Background: an optimization exercise with open tools, aiming at small area, a short achievable clock period and few clock cycles per item. Do not read the settings as production practice. Function was checked by simulation only, so behaviour that the tests miss may differ from the original.

Setup of try-lagoon:
==> flow/design.v (excerpt) <==
module aes_round_unit (
    input  wire         clk,
    input  wire         rst,         
    input  wire         in_valid,
    output wire         in_ready,
    input  wire [1:0]   in_ksize,    
    input  wire [255:0] in_key,      
    input  wire [127:0] in_block,
    output wire         out_valid,
    input  wire         out_ready,
    output wire [127:0] out_block
);
Settings: LEC_CHECK=0, CAP_MARGIN=20, CORE_MARGIN=2, CORE_UTILIZATION=35, PLACE_DENSITY=0.45, SLEW_MARGIN=20; clock period 12.0 ns.
standard.sh (not shown) runs the stock make flow with config.mk's settings and CLKGATE_MAP_FILE= SYNTH_SCRIPT=/design/flow/synth_recipe.tcl, a recipe that flattens the netlist after the stock synthesis.
==> flow/flow/run.sh <==
#!/bin/bash
set -euo pipefail
MARGIN=7.5
here=$(pwd)
rm -rf "$here/scripts"
cp -r "$FLOW_HOME/scripts" "$here/scripts"
cp "$here/flow/abc.script" "$here/scripts/abc_area.script"
BUFFER_PORTS_ARGS="-buffer_cell sky130_fd_sc_hd__buf_4" bash standard.sh ABC_AREA=1 SCRIPTS_DIR="$here/scripts" SETUP_SLACK_MARGIN=$MARGIN finish > standard_flow.log 2>&1
==> flow/flow/abc.script <==
strash
dc2
&get -n
&dch -f
&nf -R 1000
&put
topo
stime -c
buffer -c
upsize -c
dnsize -c
Every stage of the flow completed for try-lagoon, and the final layout passed the timing, DRC and antenna checks.
Testbench counts of try-lagoon, summed over its fixed seeds: cycles 14,936, items 1,224.
Inputs modified between try-lagoon and try-sierra:
==> flow/flow/run.sh <==
#!/bin/bash
set -euo pipefail
MARGIN=7
here=$(pwd)
rm -rf "$here/scripts"
cp -r "$FLOW_HOME/scripts" "$here/scripts"
cp "$here/flow/abc.script" "$here/scripts/abc_area.script"
bash standard.sh ABC_AREA=1 SCRIPTS_DIR="$here/scripts" SETUP_SLACK_MARGIN=$MARGIN finish > standard_flow.log 2>&1
### Flow results
Looking at wire length, try-sierra sits 5.6 mm below try-lagoon. try-sierra finished end to end and its layout was clean on timing, DRC and antenna. Comparing try-sierra and try-lagoon, minimum clock period after layout is lower on try-lagoon. try-lagoon → try-sierra: final critical-path share of the clock period now larger. Detailed-router iteration count before antenna repair on try-sierra is up relative to try-lagoon. The worst setup slack in try-sierra sits 0.77 ns below the value recorded for try-lagoon.
## Diff of input files: try-garnet against try-sierra
--- a/flow/flow/run.sh
+++ b/flow/flow/run.sh
@@ -3 +3 @@
-MARGIN=7
+MARGIN=7.5
Notes after the runs:
Total length of routed wires: try-garnet vs try-sierra up about 1.2%
Setup slack of the worst register-to-register path, try-garnet and try-sierra: larger value in try-garnet
The post-route worst hold slack of try-sierra and that of try-garnet are within noise of each other.
The final cycle utilization of the critical path reported for try-garnet is smaller than that of try-sierra by 6.2 points.
[compare] base=try-sierra new=try-garnet: minimum clock period after layout has decreased.
For try-fjord, these inputs were changed with respect to try-garnet:
--- a/flow/flow/run.sh
+++ b/flow/flow/run.sh
@@ -3 +3 @@
-MARGIN=7.5
+MARGIN=8
==> comparison <==
Reported for try-garnet and try-fjord, synthesized cell count turned out identical to the last digit. Re global-route usage over all layers: try-garnet and try-fjord aren't equal, and the higher value belongs to try-fjord. Looking at global-route wire length before repair across both flows, try-fjord is the weaker of the two, with try-garnet ahead. Wire length on met1 of try-fjord exceeds that of try-garnet slightly. Critical path buffer and inverter count: try-fjord vs try-garnet down 2. Re non-clock buffer total of the final layout: try-fjord is 277 up on try-garnet. try-fjord vs try-garnet: via count of the first global-routing pass up in try-fjord.
Edits applied to the flow inputs when going from try-fjord to try-violet:
--- a/flow/flow/run.sh
+++ b/flow/flow/run.sh
@@ -3 +3 @@
-MARGIN=8
+MARGIN=7.75
@@ -8 +8 @@
-bash standard.sh ABC_AREA=1 SCRIPTS_DIR="$here/scripts" SETUP_SLACK_MARGIN=$MARGIN finish > standard_flow.log 2>&1
+BUFFER_PORTS_ARGS="-buffer_cell sky130_fd_sc_hd__buf_4" bash standard.sh ABC_AREA=1 SCRIPTS_DIR="$here/scripts" SETUP_SLACK_MARGIN=$MARGIN finish > standard_flow.log 2>&1
Findings:
- Every stage of the flow completed for try-violet, and the final layout passed the timing, DRC and antenna checks.
- NOTE: weighted congestion reported at the end of routability-driven placement in try-violet exceeds that of try-fjord
- Going from try-fjord to try-violet, total clock buffers created by CTS went up, total half-perimeter wirelength after legalization and detailed placement increased about 1.3%, detailed-routed wire length on met3 went up, post-route standard cell area excluding fillers shrank by 6300 µm².
- try-violet reports its highest routing layer actually used as met5 while try-fjord reports met4.
- The total of fill cells in the finished design reported for try-violet is greater than that of try-fjord by about 3%.
[inputs] try-onyx vs try-violet
--- a/flow/flow/run.sh
+++ b/flow/flow/run.sh
@@ -3 +3 @@
-MARGIN=7.75
+MARGIN=8
Results
Going from try-violet to try-onyx, detailed route wirelength on metal2 grows by about 0.8%. Area of all placed cells without fillers (try-onyx vs. try-violet) increases by a few percent.

-- port drivers added, routing unchanged --
How much do the figures lean on ideal ports? The routed layouts below were timed once more, with nothing changed but the port constraints.
Step 1 sets driving cells, clkbuf_16 on the clock port and buf_2 on the other inputs (assumed; they add their load-dependent delay and slew).
Step 2, shift: input delay + t, output delay - t, t = (earliest + latest rising clock arrival at the registers) / 2. This alone moves slack from input paths to output paths.
Three values: ideal, step 1, step 2; two values: the first two.
| run | t, ns | slack for setup (ns) | worst hold slack (ns) |
|---|---|---|---|
| try-lagoon | 0.887 | 7.549 / 7.549 / 6.712 | 0.309 / 0.309 / 0.309 |
| try-sierra | 0.905 | 6.781 / 6.781 / 6.442 | 0.302 / 0.302 / 0.302 |
| try-garnet | 0.909 | 7.528 / 7.432 / 6.791 | 0.302 / 0.302 / 0.302 |
| try-fjord | 0.901 | 7.672 / 7.672 / 7.108 | 0.304 / 0.304 / 0.304 |
| try-violet | 0.887 | 7.647 / 7.647 / 6.888 | 0.309 / 0.309 / 0.309 |
| try-onyx | 0.886 | 7.911 / 7.847 / 7.029 | 0.305 / 0.305 / 0.305 |
After both steps setup and hold are still met in every run listed. For try-onyx, which loses most, drivers alone change the setup slack by -0.064 ns; drivers and shift together by -0.882 ns.
